This is an optimization exercise on Yosys and OpenROAD, whose aim is small area and a short achievable clock period, not a production implementation.
The RTL was checked by simulation tests, not by an equivalence proof against the original design.

==> flow/design.v (outline; a module is shown in full before it is edited, if it fits) <==
// module quire_ecc: 1282 lines
module quire_ecc (
    input  wire         clk,
    input  wire         rst,
    input  wire         enc_in_valid,
    input  wire [127:0] enc_in_data,
    output reg          enc_out_valid,
    output reg  [144:0] enc_out_word,
    input  wire         dec_in_valid,
    input  wire [144:0] dec_in_word,
    output reg          dec_out_valid,
    output reg  [144:0] dec_out_word,
    output reg          dec_out_corr,
    output reg          dec_out_unc
);
  // ...
==> flow/flow/run.sh <==
#!/bin/bash
# The standard layout (standard.sh, the standard flow's own ORFS run), with these changes:
#  - synthesis is the standard flow's script (synth_recipe.tcl) unchanged except that
#    yosys's abc maps with flow/abc_area.script (area-oriented mapping, no
#    gate upsizing or buffering; registers are mapped by dfflibmap as before);
#  - the port buffers that ORFS inserts on every input and output are
#    sky130_fd_sc_hd__buf_1 instead of the cell buffer_ports picks by default;
#  - repair_timing aims for a setup slack margin, so that it sizes the
#    critical paths although the design's clock period is met anyway.
# The SDC, clock period and every other step are the standard flow's.
# Each tool's output goes to a log of its own here (synth.log, standard.log)
# and to ORFS's logs under orfs/logs.
set -euo pipefail
W="$(cd "$(dirname "$0")/.." && pwd)"
cd "$W"
export BUFFER_PORTS_ARGS="-buffer_cell sky130_fd_sc_hd__buf_1"
export SETUP_SLACK_MARGIN=16

cat > "$W/flow/synth_area.tcl" <<EOT
proc abc {args} {
  set i [lsearch \$args -script]
  if {\$i >= 0} { lset args [expr {\$i + 1}] $W/flow/abc_area.script }
  yosys abc {*}\$args
}
source $W/synth_recipe.tcl
EOT
sed "s#SYNTH_SCRIPT=[^ ]*#SYNTH_SCRIPT=$W/flow/synth_area.tcl#" standard.sh > "$W/flow/synth_step.sh"
bash "$W/flow/synth_step.sh" synth > synth.log 2>&1
bash standard.sh > standard.log 2>&1
==> flow/flow/abc_area.script <==
strash
dch
map -a
topo
==> flow/standard.sh <==
#!/bin/bash
# synth_recipe.tcl (not shown) runs the flow's synth.tcl, then flattens the netlist and writes it again
# the make line also repeats each setting of config.mk as NAME=value (left out here)
make -C /OpenROAD-flow-scripts/flow DESIGN_CONFIG=/design/flow/config.mk WORK_HOME=/design/flow/orfs CLKGATE_MAP_FILE= SYNTH_SCRIPT=/design/flow/synth_recipe.tcl "${@:-finish}"
==> flow/config.mk <==
export PLATFORM = sky130hd
export DESIGN_NAME = quire_ecc
export DESIGN_NICKNAME = quire_ecc
export VERILOG_FILES = /design/flow/design.v
export SDC_FILE = /design/flow/constraint.sdc
export NUM_CORES = 4
export LEC_CHECK = 0
export CAP_MARGIN = 50
export CORE_MARGIN = 2
export CORE_UTILIZATION = 62
export CTS_BUF_LIST = sky130_fd_sc_hd__clkbuf_8
export CTS_CLUSTER_DIAMETER = 50
export CTS_CLUSTER_SIZE = 15
export SLEW_MARGIN = 50
==> flow/constraint.sdc <==
create_clock -name core_clock -period 22.0 [get_ports {clk}]
set_input_delay 4.4000 -clock core_clock [delete_from_list [all_inputs] [get_ports {clk}]]
set_output_delay 4.4000 -clock core_clock [all_outputs]
set_load 0.01 [all_outputs]
==> run notes, run 1 <==
* Hold Slack at 0.313 ns
* Area Overhead vs Synth at 19.6%
* Post-DP HPWL at ~88 mm
* Layout clock buffers at 55
* Root buf cell: clkbuf_8
* Seq cells at slightly above 600
* Initial antenna violation count at 1
* Seq/Total Area, Yosys at 0.453
* Status: complete, no violations
* Buffering overhead at 0.0732
* H-tree depth at 2
* Actual slew at the worst max-slew pin at 0.840 ns
* Met2 Usage GRT at 0.757
* Top cells by area, synth: dfxtp_1 (45%), xnor2_1 (21%), xor2_1 (20%)
* Clk Latency, worst-skew pair at 0.76 ns
* Core Rows at between 70 and 80
* Setup crit start: dec_in_word[43]
* Die width at 215 um
* GRT met1 Usage at 0.521
* Unrepaired setup endpoints after global routing: yes
* Multi-input comb cells at approximately 2,000
* Synth Net Count at 3,034
* Synth Area in Simple Gates at 0.0837
* Die height at 215 um
* Top delay family on crit path: XOR/XNOR gates
* Pre-CTS WS at 14.70 ns
* Fin cells at 4,012
==> inputs of run 2 (changes only) <==
--- a/flow/design.v
+++ b/flow/design.v
@@ -1103,20 +1103,24 @@
         r2_c    <= b_c;
         r2_zero <= ~b_s1nz & ~(|r1_s3);      
         r2_s1nz <= b_s1nz;
         r2_par  <= r1_par;
     end
     wire [7:0] c_y  = {r2_c[5] ^ r2_c[6], r2_c[4], r2_c[4] ^ r2_c[5], r2_c[3] ^ r2_c[4] ^ r2_c[5] ^ r2_c[6], r2_c[1] ^ r2_c[2] ^ r2_c[4] ^ r2_c[5] ^ r2_c[6], r2_c[0] ^ r2_c[4], r2_c[0] ^ r2_c[1] ^ r2_c[4] ^ r2_c[6], 1'b0};
     wire [7:0] c_x1 = tmul(r2_s1, c_y);
     wire [7:0] c_x2 = c_x1 ^ r2_s1;
+    wire       c_tr = ^(r2_c & 8'd128);                    
     wire       c_one  = r2_s1nz & ~(|r2_c);                
-    wire       c_two  = r2_s1nz & (|r2_c) & ~r2_par;       
-    wire c_en1 = c_two;
-    wire c_en2 = c_two | c_one;
+    wire       c_two  = r2_s1nz & (|r2_c) & ~c_tr & ~r2_par;  
+    localparam [255:0] POS = 256'hfb6a379b3e603b16892cfa2342a27cf5af77fa4eb4719aeffba33a4be44e45be;    
+    wire c_in1 = POS[c_x1];
+    wire c_in2 = POS[c_x2];
+    wire c_en1 = c_two & c_in1 & c_in2;
+    wire c_en2 = c_en1 | c_one;
     wire c_par = r2_zero & r2_par;               
     wire [15:0] c_h1, c_l1, c_h2, c_l2;
     genvar gi;
     generate
         for (gi = 0; gi < 16; gi = gi + 1) begin : g_pre
             assign c_h1[gi] = c_en1 & (c_x1[7:4] == gi);
             assign c_l1[gi] = (c_x1[3:0] == gi);
             assign c_h2[gi] = c_en2 & (c_x2[7:4] == gi);
@@ -1263,18 +1267,18 @@
     assign c_flip[136] = (c_h1[5] & c_l1[0]) | (c_h2[5] & c_l2[0]);
     assign c_flip[137] = (c_h1[15] & c_l1[15]) | (c_h2[15] & c_l2[15]);
     assign c_flip[138] = (c_h1[15] & c_l1[13]) | (c_h2[15] & c_l2[13]);
     assign c_flip[139] = (c_h1[11] & c_l1[15]) | (c_h2[11] & c_l2[15]);
     assign c_flip[140] = (c_h1[3] & c_l1[1]) | (c_h2[3] & c_l2[1]);
     assign c_flip[141] = (c_h1[7] & c_l1[4]) | (c_h2[7] & c_l2[4]);
     assign c_flip[142] = (c_h1[1] & c_l1[13]) | (c_h2[1] & c_l2[13]);
     assign c_flip[143] = (c_h1[10] & c_l1[14]) | (c_h2[10] & c_l2[14]);
-    assign c_flip[144] = c_par | (c_one & ~r2_par);
-    wire c_corr = c_par | c_one | c_two;
+    assign c_flip[144] = c_par | (c_one & c_in2 & ~r2_par);
+    wire c_corr = c_par | (c_one & c_in2) | c_en1;
     always @(posedge clk) begin
         if (rst)
             dec_out_valid <= 1'b0;
         else
             dec_out_valid <= r2_v;
         dec_out_word <= r2_w ^ c_flip;
         dec_out_corr <= c_corr;
         dec_out_unc  <= ~r2_zero & ~c_corr;
==> run notes, run 2 <==
* Status: complete, no violations
* Synth Net Count at 3,214 (+5.9%)
* Clock slew at reported path FFs at roughly 0.10 ns
* Fmax achieved at between 150 and 200 MHz
* Post-Synth Adder-Cell Area at 0.00969
* Commonest non-fill, non-tap cell in the layout: dfxtp_1
* CP Capture Type: flip-flop
* Most frequent cell on the critical path: xnor2_1
* # placed instances at 4,089
* Most numerous cell in the Yosys netlist: xor2_1
* Core ar. at 0.0453 mm^2
* Drt pass-1 iters at 8
* Seq cells post-synth at 622
* Initial DRC count at 3,429
* Hold crit path type: flip-flop to flip-flop
* Crit Path Category: input port to flip-flop
* Number of routed nets with antenna violations at 0
* Initial Util at 0.627
* Seq/Total Area, Yosys at 0.438 (-0.0143)
* Crit path required time at 22.61 ns
* Most frequent cells after synthesis: xor2_1 (664), dfxtp_1 (622), xnor2_1 (609)
* EDFF count, synth at 0
* GR Util All Layers at 0.470
* Vias post-DR at 25,000
* Max-slew headroom at 0.408
* Layout cells sized above 1 at 0.122
* Ports at 571
* Area Overhead vs Synth at 21.6%
* Gr ovfl total at 0
* Final setup margin at about 16 ns
* Drt drc at 0
* Crit start category: input port
* Wire per inst at ~28 um
* Final Max Slew Viols at 0
* DIE AREA at about 0.048 mm^2
* CTS sink count at 622
* Number of max-cap violations at 0
* Synth area leader: dfxtp_1
* Avg Synthesized Cell Area at 9.74 um^2
* Actual slew at the worst max-slew pin at 0.882 ns (+0.0425 ns)
* Die height at 218 um (+1.6%)
* Synth Instances at 2,915
* Setup TNS at 0 ns
* Final hold vios at 0
* Most frequent cells in the layout: dfxtp_1 (620), xor2_1 (618), xnor2_1 (540)
* Finished Core Util at 0.763
* Post-DP HPWL at 92.1 mm (+4.6%)
* Final period util at 0.280
* H-tree depth at 2 (unchanged)
* DP Area at 0.0319 mm^2
* Num CTS Buffers at 56
* Mux share of post-synthesis cell area at 0.000352
* Largest family of logic cells by synthesized area: XOR/XNOR gates
* Synth Warn # at 1
* Wire length of the first global-routing pass at approximately 160 mm
* Critical path data arrival time at slightly below 7 ns
* Die width at 218 um (+1.6%)
* Area of the multi-input gates at 0.0171 mm^2
* Pre-CTS WS at 14.41 ns (-0.290 ns)
* FFs w/ async S/R, synth at 0
* Initial antenna violation count at 6 (+5)
* CP max stage delay at a little under 0.5 ns
* Post-synthesis xor/xnor area fraction at 0.393
* Setup Skew at 0.0883 ns
* Via density at 5.93
* Synth Area in Simple Gates at 0.0926 (+0.00889)
* Crit-path max FO at 4
* Routability congestion estimate at 1.10
* Top_reg_cell synth: dfxtp_1
* Period minus WS final at roughly 6.2 ns
* Total area of sequential cells at 0.0125 mm^2
* Top cells by area, synth: dfxtp_1 (44%), xor2_1 (20%), xnor2_1 (19%)
* Unique masters post-synth at 29
* Compound-Gate Fraction of Synth Area at 0.0475
* Largest net degree at the start of global routing at 20
* CTS tree: yes
* Root buf cell: clkbuf_8
* Fill count at 3,035
* R2r setup slk at 16.13 ns
* WL final at between 100 and 150 mm
* CTS Buffer Depth at 3
* Final nets at 3,894
* Vias in the first global route at 24,500
* Hold Slack at 0.330 ns (+0.0174 ns)
* Fin cells at 4,219 (+5.2%)
* Clk Latency, worst-skew pair at 0.80 ns (+0.04 ns)
* Cell area after synthesis at about 0.028 mm^2
* Core Rows at 78 (+1.3%)
* Final setup fails at 0
* Unrepaired setup endpoints after global routing: yes
* Worst-path cell chain: buf_1, or2_2, nand2_1, xnor2_1, xnor2_1, xor2_1, xnor2_1, xor2_1, xnor2_2
* PortBufs at 570
* Share of the synthesized area in the top cell type at 0.438
* Post-route cell area at 0.0345 mm^2
* Slowest cell on crit path: xnor2_1
run 2: logic make-up after synthesis:
| logic type | after synthesis |
|---|---|
| AND/OR/NAND/NOR | 636 |
| multiplexers | 1 |
| buffers and inverters | 143 |
| XOR/XNOR | 1273 |
| adder cells (fa/ha/maj) | 22 |
| AO/OA/AOI/OAI | 218 |
| flip-flops | 622 |
run 2: routing by layer:
| metal | vias to the layer above | global-route usage | part of all wire |
|---|---|---|---|
| li1 | 10500 | - | - |
| met1 | 11700 | 0.555 | 0.35 |
| met2 | 2112 | 0.744 | 0.44 |
| met3 | 674 | 0.136 | 0.13 |
| met4 | 6 | 0.314 | 0.089 |
| met5 | - | 0 | 0.00045 |
run 2: what timing repair did:
action / in CTS / in global routing
resized for setup: 103 / 134
setup buffers: 9 / 34
cloned: 2 / 1
endpoints found under the setup margin: 172 / 179
pin swaps: 10 / 31
hold buffers: 0 / 0
run 2: worst paths after layout:
path | startpoint | to | cells after the start
min | r1_w[38] | r2_w[38] | 0
max reg2reg | r2_c[0] | dec_out_word[27] | 25
max | dec_in_word[2] | r1_s3[6] | 9
min reg2reg | r1_w[38] | r2_w[38] | 0
run 2: area by class of cell:
class                      instances  area share
multi-input combinational       2152       0.495
timing repair inverter             1    0.000181
clock buffer                      57      0.0227
clock inverter                    22     0.00812
antenna                            3    0.000217
sequential                       622       0.361
tap                              600      0.0217
timing repair buffer             619      0.0745
inverter                         143      0.0166
run 2: critical path: cells and delay by family:
family	cells	cell delay (ns)
xor gates and xnor gates	6	1.52
buffers and inverters	1	0.23
and+or+nand+nor	2	0.59

static timing again, ports no longer ideal:
No port has a modelled driver above. Below, the same layouts with a new extraction and two added sets of constraints. Step 1 (the two cells are an assumption about what drives the block):
set clk [get_ports {clk}]
set_driving_cell -lib_cell sky130_fd_sc_hd__clkbuf_16 $clk
set_driving_cell -lib_cell sky130_fd_sc_hd__buf_2 [delete_from_list [all_inputs] $clk]
Step 2 times the ports against the registers' clock, not the clock port: input delays grow and output delays shrink by t, the midpoint of the rising clock arrivals with the driver on. Slacks: ideal / step 1 / step 2; pairs: ideal / step 1.
| run | t, ns | setup WS [ns] | worst hold slack (ns) | worst setup path after step 2 | pins driven straight from the clock port |
|---|---|---|---|---|---|
| run 1 | 0.778 | 15.808 / 15.835 / 15.057 | 0.313 / 0.313 / 0.313 | input to register | 1 |
| run 2 | 0.810 | 15.841 / 15.865 / 15.054 | 0.330 / 0.330 / 0.330 | input to register | 1 |
After both steps setup and hold are still met in every run listed. The setup slack of run 2, which loses most, moves by +0.024 ns with the drivers and by -0.787 ns with both steps.
